Background: an optimization exercise with open tools, aiming at small area, a short achievable clock period and few clock cycles per item. Do not read the settings as production practice. The RTL was checked by simulation tests, not by an equivalence proof against the original design.

==> design/flow/config.mk <==
export PLATFORM = sky130hd
export DESIGN_NAME = sha256_stream
export DESIGN_NICKNAME = sha256_stream
export VERILOG_FILES = /design/flow/design.v
export SDC_FILE = /design/flow/constraint.sdc
export NUM_CORES = 4
export LEC_CHECK = 0
export CAP_MARGIN = 20
export CORE_MARGIN = 2
export CORE_UTILIZATION = 40
export SETUP_SLACK_MARGIN = 5
export SLEW_MARGIN = 20
==> design/flow/constraint.sdc <==
create_clock -name core_clock -period 10.0 [get_ports {clk}]
set_input_delay 2.0000 -clock core_clock [delete_from_list [all_inputs] [get_ports {clk}]]
set_output_delay 2.0000 -clock core_clock [all_outputs]
set_load 0.01 [all_outputs]
==> design/flow/design.v <==
module sha256_stream (
    input  wire         clk,
    input  wire         rst,           
    input  wire         in_valid,
    output wire         in_ready,
    input  wire [63:0]  in_data,
    input  wire         in_last,
    input  wire [3:0]   in_nbytes,     
    output wire         out_valid,
    input  wire         out_ready,
    output wire [255:0] out_digest
);
    integer i;
    reg [31:0] w [0:15];               
    reg [31:0] a, b, c, d, e, f, g, hh, hk;
    reg [31:0] hv [0:7];               
    reg [3:0]  q;                      
    reg        running;                
    reg [5:0]  t;                      
    reg        upd_pending;            
    reg        blk_first, blk_last;    
    reg [3:0]  m;                      
    reg        pend_first, pend_last;  
    reg        ended;                  
    reg        marker;                 
    reg        fresh;                  
    reg        ov;                     
    reg        upd;                    
    reg        ldiv;                   
    reg        start;                  
    reg        hsel_h, hsel_iv;        
    reg        sched;                  
    reg        slot_ok;                
    reg [60:0] nbytes;
    reg [3:0]  inc_r;
    reg        first_r;
    reg [31:0] kn;
    always @(*) begin
        case (t)
            6'd63: kn = 32'h428a2f98; 6'd0:  kn = 32'h71374491;
            6'd1:  kn = 32'hb5c0fbcf; 6'd2:  kn = 32'he9b5dba5;
            6'd3:  kn = 32'h3956c25b; 6'd4:  kn = 32'h59f111f1;
            6'd5:  kn = 32'h923f82a4; 6'd6:  kn = 32'hab1c5ed5;
            6'd7:  kn = 32'hd807aa98; 6'd8:  kn = 32'h12835b01;
            6'd9:  kn = 32'h243185be; 6'd10: kn = 32'h550c7dc3;
            6'd11: kn = 32'h72be5d74; 6'd12: kn = 32'h80deb1fe;
            6'd13: kn = 32'h9bdc06a7; 6'd14: kn = 32'hc19bf174;
            6'd15: kn = 32'he49b69c1; 6'd16: kn = 32'hefbe4786;
            6'd17: kn = 32'h0fc19dc6; 6'd18: kn = 32'h240ca1cc;
            6'd19: kn = 32'h2de92c6f; 6'd20: kn = 32'h4a7484aa;
            6'd21: kn = 32'h5cb0a9dc; 6'd22: kn = 32'h76f988da;
            6'd23: kn = 32'h983e5152; 6'd24: kn = 32'ha831c66d;
            6'd25: kn = 32'hb00327c8; 6'd26: kn = 32'hbf597fc7;
            6'd27: kn = 32'hc6e00bf3; 6'd28: kn = 32'hd5a79147;
            6'd29: kn = 32'h06ca6351; 6'd30: kn = 32'h14292967;
            6'd31: kn = 32'h27b70a85; 6'd32: kn = 32'h2e1b2138;
            6'd33: kn = 32'h4d2c6dfc; 6'd34: kn = 32'h53380d13;
            6'd35: kn = 32'h650a7354; 6'd36: kn = 32'h766a0abb;
            6'd37: kn = 32'h81c2c92e; 6'd38: kn = 32'h92722c85;
            6'd39: kn = 32'ha2bfe8a1; 6'd40: kn = 32'ha81a664b;
            6'd41: kn = 32'hc24b8b70; 6'd42: kn = 32'hc76c51a3;
            6'd43: kn = 32'hd192e819; 6'd44: kn = 32'hd6990624;
            6'd45: kn = 32'hf40e3585; 6'd46: kn = 32'h106aa070;
            6'd47: kn = 32'h19a4c116; 6'd48: kn = 32'h1e376c08;
            6'd49: kn = 32'h2748774c; 6'd50: kn = 32'h34b0bcb5;
            6'd51: kn = 32'h391c0cb3; 6'd52: kn = 32'h4ed8aa4a;
            6'd53: kn = 32'h5b9cca4f; 6'd54: kn = 32'h682e6ff3;
            6'd55: kn = 32'h748f82ee; 6'd56: kn = 32'h78a5636f;
            6'd57: kn = 32'h84c87814; 6'd58: kn = 32'h8cc70208;
            6'd59: kn = 32'h90befffa; 6'd60: kn = 32'ha4506ceb;
            6'd61: kn = 32'hbef9a3f7; default: kn = 32'hc67178f2;
        endcase
    end
    wire [1:0] k = q[1:0];
    reg [31:0] iva, ive;
    always @(*) begin
        case (k)
            2'd0:    begin iva = 32'ha54ff53a; ive = 32'h5be0cd19; end
            2'd1:    begin iva = 32'h3c6ef372; ive = 32'h1f83d9ab; end
            2'd2:    begin iva = 32'hbb67ae85; ive = 32'h9b05688c; end
            default: begin iva = 32'h6a09e667; ive = 32'h510e527f; end
        endcase
    end
    wire [31:0] s1  = {e[5:0], e[31:6]} ^ {e[10:0], e[31:11]} ^ {e[24:0], e[31:25]};
    wire [31:0] ch  = (e & f) ^ (~e & g);
    wire [31:0] s0  = {a[1:0], a[31:2]} ^ {a[12:0], a[31:13]} ^ {a[21:0], a[31:22]};
    wire [31:0] maj = (a & b) | (c & (a | b));
    wire [31:0] xe1 = hk ^ ch ^ d;
    wire [31:0] ce1 = (hk & ch) | (d & (hk | ch));
    wire [31:0] ye1 = {ce1[30:0], 1'b0};
    wire [31:0] xe2 = xe1 ^ ye1 ^ s1;
    wire [31:0] ce2 = (xe1 & ye1) | (s1 & (xe1 | ye1));
    wire [31:0] e_rnd = xe2 + {ce2[30:0], 1'b0};
    wire [31:0] xa1 = hk ^ ch ^ maj;
    wire [31:0] ca1 = (hk & ch) | (maj & (hk | ch));
    wire [31:0] ya1 = {ca1[30:0], 1'b0};
    wire [31:0] xa2 = xa1 ^ ya1 ^ s0;
    wire [31:0] ca2 = (xa1 & ya1) | (s0 & (xa1 | ya1));
    wire [31:0] ya2 = {ca2[30:0], 1'b0};
    wire [31:0] xa3 = xa2 ^ ya2 ^ s1;
    wire [31:0] ca3 = (xa2 & ya2) | (s1 & (xa2 | ya2));
    wire [31:0] a_rnd = xa3 + {ca3[30:0], 1'b0};
    wire [31:0] ss0 = {w[1][6:0], w[1][31:7]} ^ {w[1][17:0], w[1][31:18]} ^ (w[1] >> 3);
    wire [31:0] ss1 = {w[14][16:0], w[14][31:17]} ^ {w[14][18:0], w[14][31:19]} ^ (w[14] >> 10);
    wire [31:0] wx1 = w[9] ^ w[0] ^ ss0;
    wire [31:0] wc1 = (w[9] & w[0]) | (ss0 & (w[9] | w[0]));
    wire [31:0] wy1 = {wc1[30:0], 1'b0};
    wire [31:0] wx2 = wx1 ^ wy1 ^ ss1;
    wire [31:0] wc2 = (wx1 & wy1) | (ss1 & (wx1 | wy1));
    wire [31:0] w_new = wx2 + {wc2[30:0], 1'b0};
    wire [31:0] hx = g ^ kn ^ w[1];
    wire [31:0] hc = (g & kn) | (w[1] & (g | kn));
    wire [31:0] hk_new = hx + {hc[30:0], 1'b0};
    wire [31:0] hop_a = (hsel_h ? hv[3] : 32'd0) | (hsel_iv ? iva : 32'd0);
    wire [31:0] hop_e = (hsel_h ? hv[7] : 32'd0) | (hsel_iv ? ive : 32'd0);
    wire [31:0] sum_a, sum_e;
    sha256_stream_bk #(.W(32), .LG(5)) u_add_sa (.x(hop_a), .y(d),  .s(sum_a));
    sha256_stream_bk #(.W(32), .LG(5)) u_add_se (.x(hop_e), .y(hh), .s(sum_e));
    reg [63:0] last_beat;
    always @(*) begin
        for (i = 0; i < 8; i = i + 1) begin
            if (i < in_nbytes)
                last_beat[8*i +: 8] = in_data[8*i +: 8];
            else if (i == in_nbytes)
                last_beat[8*i +: 8] = 8'h80;
            else
                last_beat[8*i +: 8] = 8'h00;
        end
    end
    wire [63:0] data_beat = in_last ? last_beat : in_data;
    wire [63:0] bitlen  = {nbytes, 3'b000};
    wire        len_beat = marker && (m == 4'd7);
    wire [31:0] pad_lo = len_beat ? bitlen[63:32] : marker ? 32'd0 : 32'h80000000;
    wire [31:0] pad_hi = len_beat ? bitlen[31:0]  : 32'd0;
    wire [31:0] dat_lo = {data_beat[7:0],   data_beat[15:8],  data_beat[23:16], data_beat[31:24]};
    wire [31:0] dat_hi = {data_beat[39:32], data_beat[47:40], data_beat[55:48], data_beat[63:56]};
    assign in_ready = slot_ok && !ended;
    wire take  = in_ready && in_valid;
    wire wr    = slot_ok && (ended || in_valid);
    wire [31:0] beat_lo = ended ? pad_lo : dat_lo;
    wire [31:0] beat_hi = ended ? pad_hi : dat_hi;
    wire [60:0] nb_cur = first_r ? 61'd0 : nbytes;
    wire [3:0]  nb_lo  = {1'b0, nb_cur[2:0]} + inc_r;
    wire [63:0] nb_hi;
    sha256_stream_bk #(.W(64), .LG(6)) u_add_nb (.x({6'd0, nb_cur[60:3]}), .y({63'd0, nb_lo[3]}), .s(nb_hi));
    assign out_valid = ov;
    genvar gj;
    generate
        for (gj = 0; gj < 8; gj = gj + 1) begin : g_out
            assign out_digest[32*gj +: 32] = {hv[gj][7:0], hv[gj][15:8], hv[gj][23:16], hv[gj][31:24]};
        end
    endgenerate
    always @(posedge clk) begin
        for (i = 1; i < 15; i = i + 1)
            w[i] <= w[i + 1];
        w[0]  <= wr ? beat_hi : w[1];
        w[15] <= wr ? beat_lo : sched ? w_new : w[0];
        a  <= running ? a_rnd : ldiv ? iva : sum_a;
        b  <= a;
        c  <= b;
        d  <= c;
        e  <= running ? e_rnd : ldiv ? ive : sum_e;
        f  <= e;
        g  <= f;
        hh <= g;
        hk <= hk_new;
        if (upd) begin
            hv[0] <= sum_a; hv[1] <= hv[0]; hv[2] <= hv[1]; hv[3] <= hv[2];
            hv[4] <= sum_e; hv[5] <= hv[4]; hv[6] <= hv[5]; hv[7] <= hv[6];
        end
        inc_r   <= !take ? 4'd0 : in_last ? in_nbytes : 4'd8;
        first_r <= take && fresh;
        nbytes  <= {nb_hi[57:0], nb_lo[2:0]};
    end
    reg [3:0] q_n, m_n;
    reg [5:0] t_n;
    reg       running_n, upd_pending_n, blk_first_n, blk_last_n;
    reg       pend_first_n, pend_last_n, ended_n, marker_n, fresh_n, ov_n;
    reg       upd_n, ldiv_n, start_n, sched_n, slot_ok_n;
    always @(*) begin
        q_n = q; m_n = m; t_n = t;
        running_n = running; upd_pending_n = upd_pending;
        blk_first_n = blk_first; blk_last_n = blk_last;
        pend_first_n = pend_first; pend_last_n = pend_last;
        ended_n = ended; marker_n = marker; fresh_n = fresh; ov_n = ov;
        if (start)
            q_n = 4'd12;
        else if (!((q == 4'd0) && !running && !upd_pending && (m == 4'd0) && pend_first && !wr))
            q_n = q + 4'd1;
        if (running) begin
            if (t != 6'd63)
                t_n = t + 6'd1;
            else begin
                running_n     = 1'b0;
                upd_pending_n = 1'b1;
            end
        end else if (start) begin
            running_n = 1'b1;
            t_n       = 6'd0;
        end
        if (upd && k == 2'd3) begin
            upd_pending_n = 1'b0;
            if (blk_last)
                ov_n = 1'b1;
        end else if (ov && out_ready) begin
            ov_n = 1'b0;
        end
        if (wr) begin
            m_n = m + 4'd1;
            if (!ended) begin
                fresh_n = 1'b0;
                if (in_last) begin
                    ended_n  = 1'b1;
                    marker_n = (in_nbytes != 4'd8);
                end
            end else if (len_beat) begin
                pend_last_n = 1'b1;
                ended_n     = 1'b0;
                marker_n    = 1'b0;
                fresh_n     = 1'b1;
            end else begin
                marker_n = 1'b1;
            end
        end
        if (start) begin
            blk_first_n  = pend_first;
            blk_last_n   = pend_last;
            pend_first_n = pend_last;
            pend_last_n  = 1'b0;
            m_n          = 4'd0;
        end
        if (rst) begin
            q_n = 4'd0; m_n = 4'd0; t_n = 6'd63;
            running_n = 1'b0; upd_pending_n = 1'b0;
            pend_first_n = 1'b1; pend_last_n = 1'b0;
            ended_n = 1'b0; marker_n = 1'b0; fresh_n = 1'b1; ov_n = 1'b0;
        end
        upd_n     = (q_n[1:0] == 2'd0) ? (upd_pending_n && !ov_n && !running_n) : upd;
        ldiv_n    = pend_first_n && (upd_n || !upd_pending_n);
        start_n   = (q_n == 4'd15) && !running_n && (m_n == 4'd8) && (upd_n || !upd_pending_n);
        sched_n   = running_n && (t_n < 6'd48);
        slot_ok_n = (q_n == {m_n[2:0], 1'b0}) && !m_n[3] && (!running_n || t_n >= 6'd48);
    end
    always @(posedge clk) begin
        q <= q_n; m <= m_n; t <= t_n;
        running <= running_n; upd_pending <= upd_pending_n;
        blk_first <= blk_first_n; blk_last <= blk_last_n;
        pend_first <= pend_first_n; pend_last <= pend_last_n;
        ended <= ended_n; marker <= marker_n; fresh <= fresh_n; ov <= ov_n;
        upd <= upd_n; ldiv <= ldiv_n; start <= start_n;
        hsel_h  <= upd_n && !blk_first_n;
        hsel_iv <= upd_n && blk_first_n;
        sched <= sched_n; slot_ok <= slot_ok_n;
    end
endmodule
module sha256_stream_bk #(parameter W = 32, parameter LG = 5) (
    input  wire [W-1:0] x,
    input  wire [W-1:0] y,
    output wire [W-1:0] s
);
    localparam NL = 2 * LG - 1;
    function [W-1:0] opmask;
        input integer l;
        integer i, sp;
        begin
            sp = (l < LG) ? (1 << l) : (1 << (NL - 1 - l));
            for (i = 0; i < W; i = i + 1)
                opmask[i] = (l < LG) ? (((i + 1) % (2 * sp)) == 0)
                                     : ((((i + 1) % (2 * sp)) == sp) && i >= 2 * sp);
        end
    endfunction
    genvar l;
    generate
        for (l = 0; l < NL; l = l + 1) begin : lvl
            localparam integer SP = (l < LG) ? (1 << l) : (1 << (NL - 1 - l));
            localparam [W-1:0] M = opmask(l);
            wire [W-1:0] gi, pi_, go, po;
            if (l == 0) begin : first
                assign gi  = x & y;
                assign pi_ = x ^ y;
            end else begin : next
                assign gi  = lvl[l-1].go;
                assign pi_ = lvl[l-1].po;
            end
            assign go = gi | (M & pi_ & (gi << SP));
            assign po = pi_ & (~M | (pi_ << SP));
        end
    endgenerate
    assign s = (x ^ y) ^ {lvl[NL-1].go[W-2:0], 1'b0};
endmodule
==> design/flow/run.sh <==
#!/bin/bash
# synth_recipe.tcl (not shown) runs the flow's synth.tcl, then flattens the netlist and writes it again
# the make line also repeats each setting of config.mk as NAME=value (left out here)
make -C /OpenROAD-flow-scripts/flow DESIGN_CONFIG=/design/flow/config.mk WORK_HOME=/design/flow/orfs CLKGATE_MAP_FILE= SYNTH_SCRIPT=/design/flow/synth_recipe.tcl finish
==> notes.md, run 1 <==
- Count of pins over their slew limit: 0
* Weighted congestion at the end of routability-driven global placement: 0.9791
- 331 I/O pins were placed.
- Counting every net in the synthesized netlist gives 5277.
* Core region area: 129500 µm²
- The final layout contains 5616 nets.
- Post-synth top flop: sky130_fd_sc_hd__dfxtp_1
- The startpoint identified for the worst hold timing path is w[4][14].
* H-tree Lvls: 4
* Vias after detailed routing: 36300
- Worst Skew: 0.05724 ns
- Instance count of the mapped netlist: 4678
- Setup violations remaining at the end of the flow were counted as 0.
* Status: timing/DRC/antenna clean
- Cells with a size suffix above 1 make up 6.846% of the layout.
- For this run, the total global-route usage over all layers was measured as 25.17%.
- The worst hold path belongs to the class reg2reg.
- Syn Area/Cell: 11.15 µm²
- Summing every instance area after synthesis gives 52150 µm².
- Dividing the detail-routed wire length by the instance count gives 24.54 µm.
* Clock Sink Count: 1185
- Cells on Worst Hold Path: 0
- The count of nets left with antenna violations once routing finished came out at 0.
* Post-Route Hold Slack: 0.2981 ns
- Total Die Area: 133300 µm²
- Largest net degree at the start of global routing: 75
* Synth warnings: 3
- CTS tree: built
- The tree is rooted in a sky130_fd_sc_hd__clkbuf_16.
* Remaining Overflow, GRT: 0
- Clock buffer count from CTS: 132
- Final hold violation count: 0
- Setup repair after global routing could not meet its margin everywhere.
- Post-synth ARST share: 0%
- Counting flops and latches in the post-synthesis netlist gives 1185.
- Path type of the worst setup path: reg2reg
* Most common cell in the synthesized netlist: sky130_fd_sc_hd__dfxtp_1
- The final critical path takes up 49.23% of the cycle.
- From synthesis to final layout, the design area changed by 19.64%.
- Summed over all nets, the half-perimeter wirelength after detailed placement is 131.9 mm.
* Filler Cell Count: 11819
- Clock transition at the registers of the reported paths: 0.06 ns
- Cell type with the highest aggregate area in the netlist: sky130_fd_sc_hd__dfxtp_1
* Top post-synthesis cells by count: sky130_fd_sc_hd__dfxtp_1, sky130_fd_sc_hd__inv_1, sky130_fd_sc_hd__nand2_1
- The longest clock path from root to sink contains 3 buffers.
- Die Y-Extent: 365.1 µm
- Dividing the detail-routed via count by the number of cells gives 5.285.
- Capturing point of the worst reg2reg path: e[31]
- For the final routed database, the setup TNS stands at 0 ns.
- Site Rows: 132
- Worst-path cell with the longest stage delay: sky130_fd_sc_hd__dfxtp_1
- STA puts the critical path data required time at 10.66 ns.
- In this run, synthesis inferred 257 flip-flops with an integrated enable.
- Dominant cells by area after synthesis: sky130_fd_sc_hd__dfxtp_1, sky130_fd_sc_hd__edfxtp_1, sky130_fd_sc_hd__fa_1
- For the worst flop-to-flop path, the logic depth is 17.
- R2R setup slack: 5.08 ns
* Initial antenna violation count: 2
- Count of buffers inserted at the top-level ports: 330
- Data arrival time of the critical path: 5.58 ns
* Sequential share of the synthesized area: 50.42%
- Longest individual stage delay on the worst path: 0.56 ns
- The number of antenna diodes in the final layout is 0.
- Type of destination of the critical path: flip-flop
- Critical path startpoint category: flip-flop
* Worst-Skew Late Latency: 0.80 ns
- Post-layout minimum cycle time: 4.923 ns
- Overall routed net length: 168.5 mm
- Peak fanout along the critical path: 5
- Max transition margin: 27.72%
* Number of detailed-routing iterations run before antenna repair: 8
- Fraction of synthesized cell area taken by the top area cell type: 35.63%
* Initial Util: 40.27%
- The worst register-to-register path begins at q[1].
* DRC violation total after the first TritonRoute iteration: 3465
- Die X-Extent: 365.1 µm
* Cell-by-cell trace of the critical path: inv_1 -> ha_2 -> nor2_1 -> a21o_1 -> ha_1 -> a21boi_1 -> o21ai_1 -> a2111oi_4 -> o21ai_4 -> a2111oi_4 -> o221ai_2 -> o21a_1 -> fa_1 -> xnor2_1 -> xnor2_1 -> a21boi_0 -> mux2i_1
- The first global-routing pass estimated 242.2 mm of wire.
- Derived from the worst setup path, the maximum achievable clock frequency is 203.1 MHz.
- The number of global-route vias before repair is 35681.
- Synthesis instantiated 87 different standard cells from the library.
- Worst-margin pin slew: 1.080 ns
* Maximum capacitance violations: 0
- In the routed design, unresolved DRC markers number 0.
- The worst hold path terminates at w[3][14].
## worst max-delay path: cells and delay by family, from the launching register on
family / cells / cell delay [ns]
XOR/XNOR: 2 / 0.32
flip-flops: 1 / 0.56
buffers and inverters: 1 / 0.24
AND/OR/NAND/NOR: 1 / 0.17
AO/OA/AOI/OAI: 9 / 2.16
multiplexers: 1 / 0.09
adder cells (fa/ha/maj): 3 / 1.26
## what timing repair did
action                     in CTS  in global routing
pin swaps                       2                  6
hold buffers                    0                  0
resized for setup              45                 49
setup endpoints to repair     103                 38
buffers inserted                2                  1
## area by class of cell
class                      instances  area (µm²)  share of cell area, %
inverter                         512        1923                  3.082
clock inverter                    61       970.9                  1.556
timing repair buffer             363        3581                  5.740
sequential                      1185       26360                  42.24
clock buffer                     183        3755                  6.018
tap                             1742        2180                  3.494
multi-input combinational       2823       23620                  37.87
## worst max-delay path by stage
stage                 from  endpoint  slack, ns
global route          q[0]     e[31]       4.91
global placement       rst     kn[5]       3.55
floorplan           hsel_h     e[31]       5.44
finish                q[1]     e[31]       5.08
CTS                   q[0]     e[31]       4.86
detailed placement    q[0]     e[31]       3.46
## layer usage
layer / part of all wire, % / up-vias / GRT usage (%)
met4: 4.4 / 0 / 10.97
met5: 0 / - / 0
met3: 6.9 / 318 / 4.156
met2: 46 / 1509 / 40.37
met1: 43 / 17897 / 33.56
li1: - / 16576 / -
## state kept, by name, indices dropped and copies added, names as in the netlist, 4 cells and up
name    count
q           4
kn         32
inc_r       4
a          32
hh         32
nbytes     61
w         512
t           6
f          32
c          32
m           4
g          32
hv        256
d          32
e          32
hk         32
b          32
## cell usage in the layout, fill, tap and decap left out, types with 66 or more instances in the layout
cell                              instances
sky130_fd_sc_hd__clkdlybuf4s50_1        329
sky130_fd_sc_hd__a21o_1                 109
sky130_fd_sc_hd__fa_1                   281
sky130_fd_sc_hd__a21oi_1                237
sky130_fd_sc_hd__xnor2_1                289
sky130_fd_sc_hd__o21ai_1                 66
sky130_fd_sc_hd__dfxtp_1                894
sky130_fd_sc_hd__ha_1                   241
sky130_fd_sc_hd__nand2_1                308
sky130_fd_sc_hd__xor2_1                 132
sky130_fd_sc_hd__clkbuf_16              132
sky130_fd_sc_hd__o21ai_0                174
sky130_fd_sc_hd__edfxtp_1               257
sky130_fd_sc_hd__inv_1                  504
sky130_fd_sc_hd__nor2_1                 178
## per-stage QoR
stage | utilization, % | instance area (µm²) | setup slack (ns) | std cells
5_1_grt | 48.18 | 62390 | 4.909 | 6869
3_3_place_gp | 44.27 | 57330 | 3.552 | 6622
6_report | 48.18 | 62390 | 5.077 | 6869
4_1_cts | 48.05 | 62220 | 4.863 | 6868
2_1_floorplan | - | 52150 | 5.442 | 4678
3_5_place_dp | 44.28 | 57330 | 3.456 | 6622
## cells by family after synthesis
group | after synthesis | share of synthesized area, %
DFF | 1185 | 50.42
buffers and inverters | 670 | 4.825
and+or+nand+nor | 856 | 7.947
AOI/OAI and AO/OA | 960 | 11.88
xor gates and xnor gates | 422 | 7.088
adders and majority gates | 528 | 16.70
muxes | 57 | 1.128
Testbench counts, summed over its fixed seeds: cycles 154,972, bytes 137,133.
==> inputs of run 2 (changes only) <==
--- a/design/flow/config.mk
+++ b/design/flow/config.mk
@@ -9,3 +9,4 @@
 export CORE_MARGIN = 2
-export CORE_UTILIZATION = 40
+export CORE_UTILIZATION = 60
+export CTS_BUF_LIST = sky130_fd_sc_hd__clkbuf_4 sky130_fd_sc_hd__clkbuf_8
 export SETUP_SLACK_MARGIN = 5
==> notes.md, run 2 <==
- The run finished with no timing, DRC or antenna violations.
- By area the synthesized netlist is led by sky130_fd_sc_hd__dfxtp_1, sky130_fd_sc_hd__edfxtp_1, sky130_fd_sc_hd__fa_1.
* WP depth: 17 (unchanged)
- Die X-Extent: 298.8 µm (-18%)
- The mapped cell area came to 52150 µm² (unchanged).
- The cell count after synthesis is 4678 (unchanged).
- Path type of the worst setup path: reg2reg
- Peak fanout along the critical path: 7 (+2)
* Worst setup startpoint: g[16]
- Clock Sink Count: 1185 (unchanged)
- Via-to-Cell Ratio: 5.838 (+10%)
* Setup Total Neg Slack: 0 ns (unchanged)
- Util after Layout: 70.57% (+22 points)
- The sequential cell area fraction in the yosys report was 50.42% (unchanged).
* Half-perimeter wire length after detailed placement: 126.8 mm (-3.9%)
- By count the netlist is led by sky130_fd_sc_hd__dfxtp_1, sky130_fd_sc_hd__inv_1, sky130_fd_sc_hd__nand2_1.
* Worst Hold Class: reg2reg
- Buffers plus inverters on the worst setup path: 3 (+2)
- The number of cells traversed by the worst register-to-register path is 17 (unchanged).
- The buffer levels on the longest clock path came to 3 (unchanged).
- RSZ-0062 raised after global routing: true
- Routed length per placed instance: 25.65 µm (+4.5%)
* Cell type with the highest aggregate area in the netlist: sky130_fd_sc_hd__dfxtp_1
* Wire length of the first global-routing pass: 237.3 mm (-2.0%)
- The hold-fix buffer count after cts was 0 (unchanged).
- Vias in the first global route: 36669 (+2.8%)
- The number of failing setup endpoints in the final timing report is 0 (unchanged).
* Syn Area/Cell: 11.15 µm² (unchanged)
* Register ranked first by flip-flop count: w
* Max transition margin: 28.32% (+0.60 points)
* Multi-input combinational cell area: 23560 µm² (-0.25%)
- Largest net degree at the start of global routing: 182 (+140%)
* H-tree Lvls: 4 (unchanged)
- Most common cell in the synthesized netlist: sky130_fd_sc_hd__dfxtp_1
- Cell-by-cell trace of the critical path: mux2i_1 -> fa_1 -> inv_1 -> fa_1 -> inv_1 -> fa_1 -> inv_1 -> ha_1 -> and3_1 -> nand2_1 -> a211oi_1 -> o31a_1 -> nand2_1 -> a311o_1 -> o311ai_1 -> xnor2_1 -> o21ai_1
- The number of enable flip-flop cells after synthesis is 257 (unchanged).
- Overall routed net length: 163.6 mm (-2.9%)
- Flip-flop count of the largest register, all copies and words added: 512 (unchanged)
* Longest individual stage delay on the worst path: 0.52 ns (-0.04 ns)
* Worst-path cell with the longest stage delay: sky130_fd_sc_hd__fa_1
- P&R area growth vs syn: 17.04%
* Worst-Skew Late Latency: 0.91 ns (+0.11 ns)
* CTS tree: built
* Clock buffer count from CTS: 186 (+41%)
* R2R setup slack: 5.07 ns (about the same)
* Count of buffers inserted at the top-level ports: 330 (unchanged)
- The worst register-to-register path ends at a[28].
- The worst setup path is launched from a flip-flop.
- Count of placed standard cells including taps: 6040 (-8.8%)
- The detailed router's first-iteration violation count was 3520 (+1.6%).
- Buffer cell driving the clock tree root: sky130_fd_sc_hd__clkbuf_8
- Fraction of synthesized cell area taken by the top area cell type: 35.63% (unchanged)
- Number of detailed-routing iterations run before antenna repair: 9 (+1)
- Worst-margin pin slew: 1.075 ns (-0.005072 ns)
- The global-route total usage across every layer came to 36.54% (+11 points).
- Synth warnings: 3 (unchanged)
- Layout cells sized above 1: 8.586% (+1.7 points)
* Nets@finish: 5673 (+1.0%)
- Core region area: 86480 µm² (-33%)
- The number of primary I/O pins came to 331 (unchanged).
- The final number of max-transition violations was 0 (unchanged).
- Number of distinct library cells after synthesis: 87 (unchanged)
- Critical R2R Launch: g[16]
- Worst Skew: 0.04936 ns (-0.007877 ns)
- Max Freq: 203.0 MHz (about the same)
* Die Y-Extent: 298.8 µm (-18%)
- Post-layout minimum cycle time: 4.926 ns (+0.002700 ns)
* DRC violations left: 0 (unchanged)
- The total nets after synthesis was 5277 (unchanged).
- The number of antenna violations at the first check in global routing was 7 (+5).
* Weighted congestion at the end of routability-driven global placement: 1.025 (+4.7%)
- The vias after detailed routing was 37240 (+2.6%).
* Largest registers: w: 512 flops, hv: 256 flops, nbytes: 61 flops
- Register bit count reported by yosys: 1185 (unchanged)
* Maximum capacitance violations: 0 (unchanged)
- The post-synthesis async set-or-reset flop share is 0% (unchanged).
- Type of destination of the critical path: flip-flop
- The CTS clock-pin slew for the worst setup and hold paths was 0.06 ns (about the same).
* Most common library cell in the layout ignoring fill and taps: sky130_fd_sc_hd__dfxtp_1
- The library cells used most frequently in the layout, excluding fill and tap cells, are sky130_fd_sc_hd__dfxtp_1, sky130_fd_sc_hd__inv_1, sky130_fd_sc_hd__clkdlybuf4s50_1.
- The cell family contributing the most delay on the critical path is adder cells.
- Remaining Overflow, GRT: 0 (unchanged)
- Endpoint required time on the critical path: 10.75 ns (+0.09 ns)
* Data arrival time of the critical path: 5.67 ns (+0.09 ns)
- The number of standard cells in the final layout excluding fillers was 6379 (-7.1%).
* Cells on Worst Hold Path: 0 (unchanged)
- Post-synth top flop: sky130_fd_sc_hd__dfxtp_1
* Critical path destination: a[28]
- Total Die Area: 89290 µm² (-33%)
* Fraction of the cycle the final worst path needs: 49.26% (about the same)
- The count of filler cells inserted in the layout was 6365 (-46%).
* DRT antenna net count: 0 (unchanged)
- Site Rows: 108 (-18%)
- Initial Util: 60.30% (+20 points)
* Storage element area: 26340 µm² (about the same)
- The number of failing hold endpoints at the final stage is 0 (unchanged).
## run 2: cell types whose count changed in the layout (fill, tap and decap cells not counted), sizes merged
cell	change
buf	+3
diode	+6
clkinvlp	-8
inv	+1
bufinv	-4
clkdlybuf4s50	+1
clkinv	+5
clkbuf	+93
## run 2: worst register-to-register path: stages (launching register included)
cell and delay (ns):
sky130_fd_sc_hd__dfxtp_1 0.50, sky130_fd_sc_hd__mux2i_1 0.23, sky130_fd_sc_hd__fa_1 0.52, sky130_fd_sc_hd__inv_1 0.05
sky130_fd_sc_hd__fa_1 0.49, sky130_fd_sc_hd__inv_1 0.06, sky130_fd_sc_hd__fa_1 0.50, sky130_fd_sc_hd__inv_1 0.06
sky130_fd_sc_hd__ha_1 0.39, sky130_fd_sc_hd__and3_1 0.23, sky130_fd_sc_hd__nand2_1 0.07, sky130_fd_sc_hd__a211oi_1 0.21
sky130_fd_sc_hd__o31a_1 0.34, sky130_fd_sc_hd__nand2_1 0.10, sky130_fd_sc_hd__a311o_1 0.38, sky130_fd_sc_hd__o311ai_1 0.40
sky130_fd_sc_hd__xnor2_1 0.19, sky130_fd_sc_hd__o21ai_1 0.07
## run 2: metal layers
metal  vias up  global-route usage (%)  part of all wire, %
met4         2                   24.44                  7.7
met1     18022                   44.76                   37
met2      1983                   58.53                   46
li1      16713                       -                    -
met3       520                   7.714                  8.9
met5         -                       0               0.0067
## run 2: kinds of logic after synthesis
logic type | count (synthesis) | synth area share, %
simple gates | 856 | 7.947
compound gates | 960 | 11.88
mux | 57 | 1.128
buf+inv | 670 | 4.825
fa+ha+maj | 528 | 16.70
flops | 1185 | 50.42
xor+xnor | 422 | 7.088
## run 2: metrics by stage
step / hold slack (ns) / instance area [µm²] / setup slack [ns]
final: 0.2940 / 61030 / 5.074
after global routing: 0.3064 / 61030 / 4.885
after CTS: 0.2990 / 60850 / 4.939
after detailed placement: 0.3121 / 56640 / 4.101
after global placement: 0.3096 / 56640 / 4.115
after floorplan: 0.3096 / 52150 / 5.442
## run 2: layout make-up
class                      instances  area share, %
antenna                            6        0.02460
sequential                      1185          43.15
clock inverter                    55          1.052
timing repair buffer             366          5.888
inverter                         512          3.155
tap                             1155          2.368
multi-input combinational       2823          38.61
clock buffer                     277          5.755
## run 2: worst min-delay path by stage
stage	start	end	slack, ns
4_1_cts	w[6][13]	w[5][13]	0.30
3_3_place_gp	w[4][24]	w[3][24]	0.31
2_1_floorplan	w[11][0]	w[10][0]	0.31
6_report	w[3][5]	w[2][5]	0.29
5_1_grt	w[8][16]	w[7][16]	0.31
3_5_place_dp	w[4][9]	w[3][9]	0.31
## run 2: what timing repair did
item,CTS,global route
setup buffers,0,1
pin swaps,0,2
setup endpoints to repair,20,43
gates resized for setup,19,44
==> inputs of run 3 (changes only) <==
==> design/flow/flow/run.sh (new file) <==
#!/bin/bash
# The standard layout (the standard.sh, unchanged synthesis), with two make
# variables set: timing repair aims at a setup slack of 6 ns, and the port
# buffers use the smallest buffer cell. Its output goes to flow_make.log.
set -o pipefail
bash standard.sh SETUP_SLACK_MARGIN=6 "BUFFER_PORTS_ARGS=-buffer_cell sky130_fd_sc_hd__buf_1" finish > flow_make.log 2>&1
status=$?
tail -n 40 flow_make.log
exit $status
==> design/flow/standard.sh (new file) <==
#!/bin/bash
# synth_recipe.tcl (not shown) runs the flow's synth.tcl, then flattens the netlist and writes it again
# the make line also repeats each setting of config.mk as NAME=value (left out here)
make -C /OpenROAD-flow-scripts/flow DESIGN_CONFIG=/design/flow/config.mk WORK_HOME=/design/flow/orfs CLKGATE_MAP_FILE= SYNTH_SCRIPT=/design/flow/synth_recipe.tcl "${@:-finish}"
removed: design/flow/run.sh
==> notes.md, run 3 <==
- The starting density of the core was 60.30% (unchanged).
- The share of cells above drive strength 1 is 19.28% (+11 points).
* Critical path startpoint category: flip-flop
- Top post-synthesis cells by count: sky130_fd_sc_hd__dfxtp_1, sky130_fd_sc_hd__inv_1, sky130_fd_sc_hd__nand2_1
- DRT antenna net count: 0 (unchanged)
- The buffer levels on the longest clock path is 3 (unchanged).
- The worst setup path is of the reg2reg kind.
- Worst Hold Endpoint: w[2][31]
* Register bit count reported by yosys: 1185 (unchanged)
- Nets@finish: 5852 (+3.2%)
* Vias after detailed routing: 38465 (+3.3%)
* Most common cell in the synthesized netlist: sky130_fd_sc_hd__dfxtp_1
- Of all cell types, the one taking the most synthesized area is sky130_fd_sc_hd__dfxtp_1.
* Post-synth ARST share: 0% (unchanged)
* Status: timing/DRC/antenna clean
- Final hold violation count: 0 (unchanged)
- Via-to-Cell Ratio: 5.862 (+0.41%)
- Count of buffers inserted at the top-level ports: 330 (unchanged)
- The final weighted congestion in routability-driven placement was 1.039 (+1.4%).
* Synth warnings: 3 (unchanged)
- RSZ-0062 raised after global routing: true
- The endpoint identified for the worst register-to-register timing path is a[26].
* Post-synthesis net count: 5277 (unchanged)
- Data arrival time of the critical path: 5.21 ns (-0.46 ns)
* Cells on Worst Hold Path: 0 (unchanged)
- DRC violations left: 0 (unchanged)
- The CTS H-tree depth came to 4 (unchanged).
- The detailed router's first-iteration violation count is 3945 (+12%).
- Post-layout minimum cycle time: 4.501 ns (-0.4247 ns)
- Overall routed net length: 174.0 mm (+6.4%)
- The min-delay analysis places its worst path in the category reg2reg.
- The maximum fanout along the worst path was 3 (-4).
* Type of destination of the critical path: flip-flop
- The required time at the endpoint of the critical path came to 10.71 ns (-0.04 ns).
- In the final layout, the registers with the most flip-flops are w: 512 flops, hv: 256 flops, nbytes: 61 flops.
- Post-synth top flop: sky130_fd_sc_hd__dfxtp_1
- TritonCTS built the clock tree.
- Number of detailed-routing iterations run before antenna repair: 6 (-3)
- Half-perimeter wire length after detailed placement: 126.9 mm (about the same)
* Filler Cell Count: 6007 (-5.6%)
- The mapped cell area came to 52150 µm² (unchanged).
* Fraction of synthesized cell area taken by the top area cell type: 35.63% (unchanged)
- The library cell used most frequently in the layout, excluding fill and tap cells, is sky130_fd_sc_hd__dfxtp_1.
- Site Rows: 108 (unchanged)
- The startpoint identified for the worst hold timing path is w[3][31].
- The CTS buffer count came to 184 (-1.1%).
* Total Die Area: 89290 µm² (unchanged)
- The per-instance average area after synthesis came to 11.15 µm² (unchanged).
* Count of endpoints failing setup in the final report: 0 (unchanged)
* Remaining Overflow, GRT: 0 (unchanged)
- The number of placed cells counting well taps came to 6034 (-0.099%).
- The area growth from synthesis to layout is 21.20%.
- Post-synth EDFFs: 257 (unchanged)
- The total clock sinks is 1185 (unchanged).
- The area of the placeable core was 86480 µm² (unchanged).
- Final std cells w/o fill: 6562 (+2.9%)
- w holds more flip-flops than any other register.
- The detail-routed net length per standard cell came to 26.52 µm (+3.4%).
- Instance count of the mapped netlist: 4678 (unchanged)
- The final number of max-transition violations came to 0 (unchanged).
* Wire length of the first global-routing pass: 245.3 mm (+3.4%)
* Setup Total Neg Slack: 0 ns (unchanged)
- Worst Skew: 0.04515 ns (-0.004208 ns)
- Clock transition at the registers of the reported paths: 0.08 ns (+0.02 ns)
* Top-level port count: 331 (unchanged)
- Worst-path cell with the longest stage delay: sky130_fd_sc_hd__fa_1
- Longest individual stage delay on the worst path: 0.53 ns (about the same)
- The worst register-to-register path begins at e[11].
- Largest net degree at the start of global routing: 184 (+1.1%)
* R2R setup slack: 5.50 ns (+0.42 ns)
- The worst-skew pair later-pin latency was 0.88 ns (-0.03 ns).
* Maximum capacitance violations: 0 (unchanged)
- Max Freq: 222.2 MHz (+9.4%)
- The normalized max-slew margin is 18.29% (-10 points).
* Buffer cell driving the clock tree root: sky130_fd_sc_hd__clkbuf_8
* Cell-by-cell trace of the critical path: mux2i_4 -> fa_1 -> inv_1 -> fa_1 -> inv_2 -> fa_1 -> inv_2 -> ha_4 -> a21o_1 -> a21o_1 -> a21o_1 -> o31a_1 -> buf_4 -> a21boi_4 -> o2111ai_4 -> a31oi_1 -> xor2_1 -> o22ai_1
- Initial antenna violation count: 9 (+2)
- The number of global-route vias before repair is 37316 (+1.8%).
* Worst-margin pin slew: 1.226 ns (+0.1504 ns)
- The flip-flop count of the largest register after layout is 512 (unchanged).
* Die Y-Extent: 298.8 µm (unchanged)
- Worst R2R Path Depth: 18 (+1)
* Number of distinct library cells after synthesis: 87 (unchanged)
- The library cells used most frequently in the layout, excluding fill and tap cells, are sky130_fd_sc_hd__dfxtp_1, sky130_fd_sc_hd__inv_1, sky130_fd_sc_hd__buf_1.
- Sorting the synthesized cells by area gives the leading types as sky130_fd_sc_hd__dfxtp_1, sky130_fd_sc_hd__edfxtp_1, sky130_fd_sc_hd__fa_1.
- Die X-Extent: 298.8 µm (unchanged)
* Fraction of the cycle the final worst path needs: 45.01% (-4.2 points)
- Sequential share of the synthesized area: 50.42% (unchanged)
- All-layer global routing usage: 38.08% (+1.5 points)
-- run 3: changes by cell type in the layout (fill, tap and decap cells not counted), moves of 27 or more --
cell | previous run | this run
sky130_fd_sc_hd__buf_1 | 0 | 329
sky130_fd_sc_hd__dfxtp_1 | 900 | 815
sky130_fd_sc_hd__ha_4 | 1 | 40
sky130_fd_sc_hd__ha_1 | 243 | 188
sky130_fd_sc_hd__buf_4 | 33 | 160
sky130_fd_sc_hd__a21oi_1 | 238 | 200
sky130_fd_sc_hd__a21oi_2 | 3 | 32
sky130_fd_sc_hd__dfxtp_4 | 2 | 64
sky130_fd_sc_hd__clkdlybuf4s50_1 | 330 | 0
sky130_fd_sc_hd__o21ai_0 | 175 | 131
sky130_fd_sc_hd__inv_1 | 504 | 474
sky130_fd_sc_hd__xnor2_1 | 289 | 262
sky130_fd_sc_hd__nand2_1 | 309 | 281
sky130_fd_sc_hd__buf_6 | 2 | 39
-- run 3: area by class of cell --
| type | instances | area [µm²] | share of cell area [%] |
|---|---|---|---|
| antenna | 7 | 17.52 | 0.02772 |
| clock inverter | 63 | 616.8 | 0.9760 |
| timing repair buffer | 547 | 3251 | 5.143 |
| clock buffer | 270 | 3422 | 5.414 |
| sequential | 1185 | 26600 | 42.08 |
| inverter | 512 | 1942 | 3.072 |
| tap | 1155 | 1445 | 2.287 |
| multi-input combinational | 2823 | 25910 | 41.00 |
-- run 3: worst max-delay path by stage --
stage / start / endpoint / slack [ns] / depth (start not counted)
6_report: e[11] / a[26] / 5.50 / 18
2_1_floorplan: e[1] / a[19] / 5.89 / 18
5_1_grt: q[1] / e[31] / 5.37 / 21
4_1_cts: w[1][19] / w[15][29] / 5.56 / 17
3_3_place_gp: hsel_iv / a[31] / 4.04 / 19
3_5_place_dp: hsel_iv / a[31] / 3.93 / 19
-- run 3: layer usage --
layer | vias up | track usage, % | wire length, µm
li1 | 17103 | - | -
met1 | 18517 | 43.92 | 61550
met2 | 2189 | 61.65 | 80990
met3 | 650 | 8.026 | 14650
met4 | 6 | 30.77 | 16780
met5 | - | 0 | 45
-- run 3: cells by family after synthesis --
family	after synthesis	share of synthesized area (%)
flip-flops	1185	50.42
adder cells (fa/ha/maj)	528	16.70
AND/OR/NAND/NOR	856	7.947
buffers and inverters	670	4.825
multiplexers	57	1.128
XOR/XNOR	422	7.088
AO/OA/AOI/OAI	960	11.88
-- run 3: critical path: cells and delay by family (launching register included) --
kind | cells | cell delay, ns
adders and majority gates | 4 | 1.75
xor gates and xnor gates | 1 | 0.17
AOI/OAI and AO/OA | 8 | 1.53
muxes | 1 | 0.20
DFF | 1 | 0.36
buffers and inverters | 4 | 0.33
-- run 3: what timing repair did --
action                     4_1_cts  5_1_grt
setup endpoints to repair      187      125
hold buffers                     0        0
pin swaps                      137      140
buffers inserted               114       69
gates resized for setup        435      282
gates cloned                     2        2
-- run 3: stage by stage --
step           hold slack, ns  setup WS [ns]  utilization [%]  area [µm²]
6_report               0.3080          5.499            73.08       63200
3_5_place_dp           0.3120          3.929            63.33       54770
3_3_place_gp           0.3095          4.040            63.33       54770
5_1_grt                0.3151          5.371            73.08       63200
2_1_floorplan          0.3095          5.893                -       52470
4_1_cts                0.3045          5.561            70.95       61360
==> inputs of run 4 (changes only) <==
==> design/flow/flow/run.sh (replaced) <==
#!/bin/bash
# The standard layout (the standard.sh, unchanged synthesis), with two make
# variables set: timing repair aims at a setup slack of 5.5 ns, and the port
# buffers use the smallest buffer cell. Its output goes to flow_make.log.
set -o pipefail
bash standard.sh SETUP_SLACK_MARGIN=5.5 "BUFFER_PORTS_ARGS=-buffer_cell sky130_fd_sc_hd__buf_1" finish > flow_make.log 2>&1
status=$?
tail -n 40 flow_make.log
exit $status
--- a/design/flow/config.mk
+++ b/design/flow/config.mk
@@ -10,3 +10,5 @@
 export CORE_UTILIZATION = 60
-export CTS_BUF_LIST = sky130_fd_sc_hd__clkbuf_4 sky130_fd_sc_hd__clkbuf_8
+export CTS_BUF_LIST = sky130_fd_sc_hd__clkbuf_8
+export CTS_CLUSTER_DIAMETER = 60
+export CTS_CLUSTER_SIZE = 16
 export SETUP_SLACK_MARGIN = 5
==> notes.md, run 4 <==
* Type of destination of the critical path: flip-flop
- Wire length on met1: 61.71 mm (+0.26%)
- Clock transition at the registers of the reported paths: 0.10 ns (+0.02 ns)
* Remaining Overflow, GRT: 0 (unchanged)
- Buffer cell driving the clock tree root: sky130_fd_sc_hd__clkbuf_8
- Max Freq: 220.4 MHz (-0.79%)
- The share of cells above drive strength 1 came to 10.02% (-9.3 points).
- Post-synth EDFFs: 257 (unchanged)
- Endpoint required time on the critical path: 10.69 ns (-0.02 ns)
- Top-level port count: 331 (unchanged)
- The hold-fix buffer count after cts is 0 (unchanged).
- The count of distinct cell types in the synthesized netlist was 87 (unchanged).
- The CTS H-tree depth is 3 (-1).
* Largest net degree at the start of global routing: 181 (-1.6%)
- The vias after detailed routing came to 36764 (-4.4%).
* Count of endpoints failing setup in the final report: 0 (unchanged)
- The total iterations of the first detailed-routing run was 6 (unchanged).
- Capturing point of the worst reg2reg path: a[31]
* Data arrival time of the critical path: 5.22 ns (about the same)
* Maximum capacitance violations: 0 (unchanged)
* Clock buffer count from CTS: 99 (-46%)
* Post-layout minimum cycle time: 4.537 ns (+0.03606 ns)
- The largest registers in the layout are w: 512 flops, hv: 256 flops, nbytes: 61 flops.
- Top post-synthesis cells by count: sky130_fd_sc_hd__dfxtp_1, sky130_fd_sc_hd__inv_1, sky130_fd_sc_hd__nand2_1
* Worst-case clock buffer depth: 3 (unchanged)
* Post-synth ARST share: 0% (unchanged)
* Half-perimeter wire length after detailed placement: 126.5 mm (-0.33%)
- In this run the critical register-to-register path is launched from g[14].
- The starting density of the core is 60.30% (unchanged).
* Nets@finish: 5659 (-3.3%)
- The worst clock skew came to 0.06925 ns (+0.02410 ns).
- Register bit count reported by yosys: 1185 (unchanged)
- Commonest non-fill, non-tap cells in the layout: sky130_fd_sc_hd__dfxtp_1, sky130_fd_sc_hd__inv_1, sky130_fd_sc_hd__buf_1
- RSZ-0062 raised after global routing: true
* P&R area growth vs syn: 11.88%
- DRC violations left: 0 (unchanged)
* Status: timing/DRC/antenna clean
- Peak fanout along the critical path: 4 (+1)
- The accumulated negative setup slack is 0 ns (unchanged).
* Syn Area/Cell: 11.15 µm² (unchanged)
- The final weighted congestion in routability-driven placement is 1.040 (about the same).
- The detail-routed net length per standard cell is 25.73 µm (-3.0%).
- Leaving out fill and tap cells, the most frequent cell in the layout is sky130_fd_sc_hd__dfxtp_1.
- Sequential share of the synthesized area: 50.42% (unchanged)
* Site Rows: 108 (unchanged)
- The global-route wire length before repair was 232.6 mm (-5.2%).
- By area the synthesized netlist is led by sky130_fd_sc_hd__dfxtp_1, sky130_fd_sc_hd__edfxtp_1, sky130_fd_sc_hd__fa_1.
* Startpoint of the lowest-slack hold path: w[6][6]
- The part of the cycle the worst path needs was 45.37% (+0.36 points).
* Critical path startpoint category: flip-flop
- The area of the placeable core was 86480 µm² (unchanged).
* Final std cells w/o fill: 6286 (-4.2%)
- The detailed route wirelength on metal3 is 12.42 mm (-15%).
- Worst R2R Path Depth: 18 (unchanged)
* Worst Hold Class: reg2reg
* Count of placed standard cells including taps: 6044 (+0.17%)
- Met2 Wirelength: 74.88 mm (-7.5%)
* Vias in the first global route: 35460 (-5.0%)
- Worst Hold Endpoint: w[5][6]
- Register ranked first by flip-flop count: w
- Cells on Worst Hold Path: 0 (unchanged)
- The biggest area contributor in the post-synthesis netlist is sky130_fd_sc_hd__dfxtp_1.
* Post-synthesis net count: 5277 (unchanged)
- R2R setup slack: 5.46 ns (-0.04 ns)
* Initial antenna violation count: 3 (-6)
- The total wire length is 161.7 mm (-7.1%).
- Fraction of synthesized cell area taken by the top area cell type: 35.63% (unchanged)
- TritonCTS built the clock tree.
- The detailed router's first-iteration violation count came to 3544 (-10%).
- Post-synthesis instance area: 52150 µm² (unchanged)
- Post-synth top flop: sky130_fd_sc_hd__dfxtp_1
- Die X-Extent: 298.8 µm (unchanged)
* Worst-margin pin slew: 1.106 ns (-0.1197 ns)
- Most common cell in the synthesized netlist: sky130_fd_sc_hd__dfxtp_1
* Total Die Area: 89290 µm² (unchanged)
* Final hold violation count: 0 (unchanged)
- The most critical setup path has its startpoint at g[14].
- The worst-skew pair later-pin latency is 0.85 ns (-0.03 ns).
- Max transition margin: 26.27% (+8.0 points)
* Count of buffers inserted at the top-level ports: 330 (unchanged)
- The worst setup path is of the reg2reg kind.
- Uppermost layer routed: met4
- DRT antenna net count: 0 (unchanged)
- The flip-flop count of the largest register after layout was 512 (unchanged).
* Clock Sink Count: 1185 (unchanged)
- Synth warnings: 3 (unchanged)
- The final number of max-transition violations was 0 (unchanged).
- The height of the die is 298.8 µm (unchanged).
- The global-route total usage across every layer is 35.78% (-2.3 points).
- Via-to-Cell Ratio: 5.849 (-0.23%)
- Instance count of the mapped netlist: 4678 (unchanged)
[run 4: per-layer routing]
layer | GRT usage, % | up-vias
met2 | 58.61 | 1849
met1 | 44.24 | 17811
li1 | - | 16625
met4 | 23.37 | 0
met5 | 0 | -
met3 | 5.591 | 479
[run 4: logic make-up (layout without fill, tap and decap cells)]
| logic type | count (synthesis) | in the layout | share of synthesized area, % |
|---|---|---|---|
| AOI/OAI and AO/OA | 960 | 960 | 11.88 |
| xor gates and xnor gates | 422 | 422 | 7.088 |
| adders and majority gates | 528 | 528 | 16.70 |
| buffers and inverters | 670 | 1112 | 4.825 |
| DFF | 1185 | 1185 | 50.42 |
| muxes | 57 | 57 | 1.128 |
| other | 0 | 11 | 0 |
| and+or+nand+nor | 856 | 856 | 7.947 |
[run 4: worst max-delay path by stage]
stage                 end  slack [ns]
global placement    e[31]        4.64
global route        a[26]        5.34
finish              a[31]        5.46
detailed placement  e[31]        4.54
CTS                 e[31]        5.41
floorplan           e[31]        5.51
[run 4: what timing repair did]
item / in CTS / in global routing
endpoints found under the hold margin: 0 / 0
setup buffers: 26 / 44
gates resized for setup: 158 / 173
setup endpoints to repair: 75 / 75
pin swaps: 25 / 75
[run 4: cell type report]
cell class              count  area, µm²
flip-flops and latches   1185      26490
multi-input cells        2823      24310
diodes                     11      27.53
fillers                  6794      28140
inverters                 512       1931
clock buffers             101       1390
clock inverters            60      631.9
repair buffers            439       2118
well taps                1155       1445
[run 4: critical path: stages (launching register included)]
cell and delay [ns]:
sky130_fd_sc_hd__dfxtp_2 0.47, sky130_fd_sc_hd__mux2i_4 0.11, sky130_fd_sc_hd__fa_1 0.51, sky130_fd_sc_hd__inv_2 0.05
sky130_fd_sc_hd__fa_1 0.49, sky130_fd_sc_hd__inv_2 0.05, sky130_fd_sc_hd__fa_1 0.51, sky130_fd_sc_hd__inv_2 0.05
sky130_fd_sc_hd__ha_4 0.22, sky130_fd_sc_hd__a21o_1 0.20, sky130_fd_sc_hd__a21o_1 0.18, sky130_fd_sc_hd__a21o_1 0.19
sky130_fd_sc_hd__a311o_1 0.42, sky130_fd_sc_hd__o21ai_4 0.22, sky130_fd_sc_hd__a31oi_4 0.14, sky130_fd_sc_hd__buf_6 0.17
sky130_fd_sc_hd__a21oi_4 0.12, sky130_fd_sc_hd__nand4_1 0.10, sky130_fd_sc_hd__o211a_1 0.18
[run 4: metrics by stage]
stage	instance area, µm²	setup slack, ns	util, %	hold WS [ns]
after floorplan	52150	5.507	-	0.3096
after global placement	54610	4.636	63.15	0.3095
after detailed placement	54610	4.540	63.15	0.3121
after CTS	57330	5.405	66.29	0.3137
after global routing	58330	5.344	67.45	0.3258
final	58340	5.463	67.46	0.3186
==> inputs of run 5 (changes only) <==
--- a/design/flow/config.mk
+++ b/design/flow/config.mk
@@ -10,5 +10,5 @@
 export CORE_UTILIZATION = 60
-export CTS_BUF_LIST = sky130_fd_sc_hd__clkbuf_8
-export CTS_CLUSTER_DIAMETER = 60
-export CTS_CLUSTER_SIZE = 16
+export CTS_BUF_LIST = sky130_fd_sc_hd__clkbuf_16
+export CTS_CLUSTER_DIAMETER = 100
+export CTS_CLUSTER_SIZE = 24
 export SETUP_SLACK_MARGIN = 5
==> notes.md, run 5 <==
* Status: timing/DRC/antenna clean
- Met2 Usage GRT: 58.59% (about the same)
- The number of antenna violations at the first check in global routing was 5 (+2).
- Final non-filler cell area: 58040 µm² (-0.53%)
* Placed cell area: 54610 µm² (unchanged)
* Commonest non-fill, non-tap cells in the layout: sky130_fd_sc_hd__dfxtp_1, sky130_fd_sc_hd__inv_1, sky130_fd_sc_hd__buf_1
- The number of enable flip-flop cells after synthesis came to 257 (unchanged).
* Worst Hold Class: reg2reg
- CTS tree: built
* Largest registers: w: 512 flops, hv: 256 flops, nbytes: 61 flops
* Fraction of the cycle the final worst path needs: 45.27% (-0.10 points)
- Critical path startpoint category: flip-flop
* Worst setup startpoint: g[14]
- The total clock sinks was 1185 (unchanged).
* Most common cell in the synthesized netlist: sky130_fd_sc_hd__dfxtp_1
* Largest family of logic cells by synthesized area: adder cells
* Critical R2R Launch: g[14]
- Hold Buf Count CTS: 0 (unchanged)
- The flip-flop count of the largest register after layout is 512 (unchanged).
* Number of detailed-routing iterations run before antenna repair: 9 (+3)
* Count of buffers inserted at the top-level ports: 330 (unchanged)
* Half-perimeter wire length after detailed placement: 126.5 mm (unchanged)
- The fmax was 220.9 MHz (+0.22%).
- The CTS buffer count came to 57 (-42%).
- Multiplexer area fraction after synthesis: 1.128% (unchanged)
- The starting density of the core came to 60.30% (unchanged).
- The worst hold path begins at w[2][28].
- The number of warnings printed during yosys synthesis is 3 (unchanged).
- The count of nets left with antenna violations after detail routing came to 0 (unchanged).
* Wire length of the first global-routing pass: 231.0 mm (-0.70%)
- The per-instance average area after synthesis was 11.15 µm² (unchanged).
- The routing usage on met1 is 44.10% (-0.14 points).
- Summed over all instances, the cell type with the most area after synthesis is sky130_fd_sc_hd__dfxtp_1.
* P&R area growth vs syn: 11.29%
* Instance count of the mapped netlist: 4678 (unchanged)
- Core region area: 86480 µm² (unchanged)
- Setup Total Neg Slack: 0 ns (unchanged)
- Fraction of synthesized cell area taken by the top area cell type: 35.63% (unchanged)
- STA classifies the critical path endpoint as a flip-flop.
- Clock transition at the registers of the reported paths: 0.10 ns (about the same)
- Overall routed net length: 160.9 mm (-0.49%)
- The minimum clock period after layout was 4.527 ns (-0.01004 ns).
- Total Die Area: 89290 µm² (unchanged)
- The count of distinct cell types in the synthesized netlist was 87 (unchanged).
- Most common library cell in the layout ignoring fill and taps: sky130_fd_sc_hd__dfxtp_1
- Buffer cell driving the clock tree root: sky130_fd_sc_hd__clkbuf_16
* H-tree Lvls: 2 (-1)
* Routed length per placed instance: 25.92 µm (+0.76%)
- Post-synthesis net count: 5277 (unchanged)
- Worst-Skew Late Latency: 0.69 ns (-0.16 ns)
- The height of the die came to 298.8 µm (unchanged).
- Nets@finish: 5625 (-0.60%)
- Remaining Overflow, GRT: 0 (unchanged)
* Top post-synthesis cells by count: sky130_fd_sc_hd__dfxtp_1, sky130_fd_sc_hd__inv_1, sky130_fd_sc_hd__nand2_1
* Post-synth ARST share: 0% (unchanged)
- The post-synthesis adder-cell area fraction is 16.70% (unchanged).
* Final hold violation count: 0 (unchanged)
- Vias after detailed routing: 36491 (-0.74%)
* Path type of the worst setup path: reg2reg
- Maximum capacitance violations: 0 (unchanged)
- Final setup slack of the worst path: 5.473 ns (+0.01004 ns)
* Top-level port count: 331 (unchanged)
- The share of cells above drive strength 1 came to 9.030% (-0.99 points).
* Worst-case clock buffer depth: 3 (unchanged)
* Synth Area in Compound Gates: 11.88% (unchanged)
* Endpoint required time on the critical path: 10.55 ns (-0.14 ns)
- The mapped cell area came to 52150 µm² (unchanged).
* Weighted congestion at the end of routability-driven global placement: 1.040 (unchanged)
- Placement-stage worst setup slack: 4.540 ns (unchanged)
* Worst Skew: 0.02695 ns (-0.04230 ns)
* Die X-Extent: 298.8 µm (unchanged)
- Register ranked first by flip-flop count: w
- The number of global-route vias before repair was 35138 (-0.91%).
- GR peak layer: met2
- The detailed-route vias per instance is 5.878 (+0.50%).
* Data arrival time of the critical path: 5.08 ns (-0.14 ns)
- RSZ-0062 raised after global routing: true
- Sequential share of the synthesized area: 50.42% (unchanged)
- Count of pins over their slew limit: 0 (unchanged)
* Site Rows: 108 (unchanged)
* Max transition margin: 27.05% (+0.77 points)
- DRC violation total after the first TritonRoute iteration: 3365 (-5.1%)
* Largest net degree at the start of global routing: 181 (unchanged)
- Count of endpoints failing setup in the final report: 0 (unchanged)
- Among all flip-flop cells after synthesis, the most frequent one is sky130_fd_sc_hd__dfxtp_1.
* All-layer global routing usage: 35.45% (-0.33 points)
* Worst-margin pin slew: 1.094 ns (-0.01160 ns)
- The final routed DRC violation total is 0 (unchanged).
- The xor/xnor share of the synthesized area came to 7.088% (unchanged).
* Register bit count reported by yosys: 1185 (unchanged)
* Peak fanout along the critical path: 4 (unchanged)
- Filler Cell Count: 6786 (-0.12%)
- GR Layer Usage met3: 5.045% (-0.55 points)
- The post-synthesis share of cell area spent on and, or, nand and nor gates was 7.947% (unchanged).
- Yosys attributes the largest share of cell area to sky130_fd_sc_hd__dfxtp_1, sky130_fd_sc_hd__edfxtp_1, sky130_fd_sc_hd__fa_1.
-- run 5: path summary, 6_finish.rpt --
| kind | slack [ns] | depth (start not counted) | to |
|---|---|---|---|
| hold / removal | 0.31 | 0 | w[1][28] |
| hold reg to reg | 0.31 | 0 | w[1][28] |
| setup reg to reg | 5.47 | 17 | a[29] |
| setup / recovery | 5.47 | 17 | a[29] |
-- run 5: final cells by class --
type | count | area [µm²] | area share (%)
clock inverters | 25 | 178.9 | 0.3083
diodes | 3 | 7.507 | 0.01294
repair buffers | 447 | 2191 | 3.775
multi-input cells | 2823 | 24340 | 41.94
inverters | 512 | 1931 | 3.327
well taps | 1155 | 1445 | 2.490
flip-flops and latches | 1185 | 26490 | 45.65
clock buffers | 58 | 1451 | 2.501
-- run 5: critical path, stage by stage, from the launching register on --
cell                       delay [ns]
sky130_fd_sc_hd__dfxtp_2         0.47
sky130_fd_sc_hd__mux2i_4         0.10
sky130_fd_sc_hd__fa_1            0.49
sky130_fd_sc_hd__inv_1           0.06
sky130_fd_sc_hd__fa_1            0.49
sky130_fd_sc_hd__inv_2           0.05
sky130_fd_sc_hd__fa_1            0.49
sky130_fd_sc_hd__inv_1           0.06
sky130_fd_sc_hd__ha_4            0.23
sky130_fd_sc_hd__a21o_1          0.20
sky130_fd_sc_hd__a21o_1          0.19
sky130_fd_sc_hd__a21o_1          0.20
sky130_fd_sc_hd__a311o_1         0.42
sky130_fd_sc_hd__o21ai_4         0.21
sky130_fd_sc_hd__a31oi_4         0.14
sky130_fd_sc_hd__a211oi_2        0.29
sky130_fd_sc_hd__xor2_1          0.20
sky130_fd_sc_hd__a21oi_1         0.09
-- run 5: through the flow --
step	utilization, %	hold WS [ns]	cells
2_1_floorplan	-	0.3096	4678
3_3_place_gp	63.15	0.3095	6044
3_5_place_dp	63.15	0.3121	6044
4_1_cts	65.82	0.3185	6151
5_1_grt	67.10	0.3153	6207
6_report	67.11	0.3088	6208
-- run 5: routing by layer --
layer,vias to the layer above,part of all wire (%)
met5,-,0.028
met4,6,7.8
met3,475,7.6
met2,1751,47
met1,17748,38
li1,16511,-
-- run 5: cells by family (layout without fill, tap and decap cells) --
group | after synthesis | after routing
DFF | 1185 | 1185
AOI/OAI and AO/OA | 960 | 960
and+or+nand+nor | 856 | 856
buffers and inverters | 670 | 1042
adders and majority gates | 528 | 528
xor gates and xnor gates | 422 | 422
muxes | 57 | 57
other | 0 | 3
-- run 5: timing repair --
| item | CTS | global route |
|---|---|---|
| pin swaps | 24 | 76 |
| resized for setup | 144 | 196 |
| setup endpoints to repair | 73 | 73 |
| cloned | 0 | 0 |
| buffers inserted | 24 | 54 |

port drivers added, routing unchanged:
In the flow no input, the clock included, has a driving cell. The finished layouts below were timed again as built, in two steps.
Step 1: set_driving_cell puts a clkbuf_16 on clk and a buf_2 on each other input, an assumption about the parent block.
Step 2 also shifts input and output timing later by t, the mid clock arrival at the registers, as if the neighbouring blocks saw the same clock.
a / b / c = ideal / step 1 / step 2; a / b = the first two.
| run | t (ns) | setup WS [ns] | worst setup path after step 2 |
|---|---|---|---|
| run 1 | 0.843 | 5.077 / 5.077 / 4.562 | input to register |
| run 2 | 0.956 | 5.074 / 5.074 / 4.365 | input to register |
| run 3 | 0.929 | 5.499 / 5.499 / 5.202 | input to register |
| run 4 | 0.887 | 5.463 / 5.463 / 4.763 | input to register |
| run 5 | 0.744 | 5.473 / 5.473 / 4.847 | input to register |
After both steps every run listed still meets setup and hold. The setup slack of run 2, which loses most, moves by 0.000 ns with the drivers and by -0.709 ns with both steps.
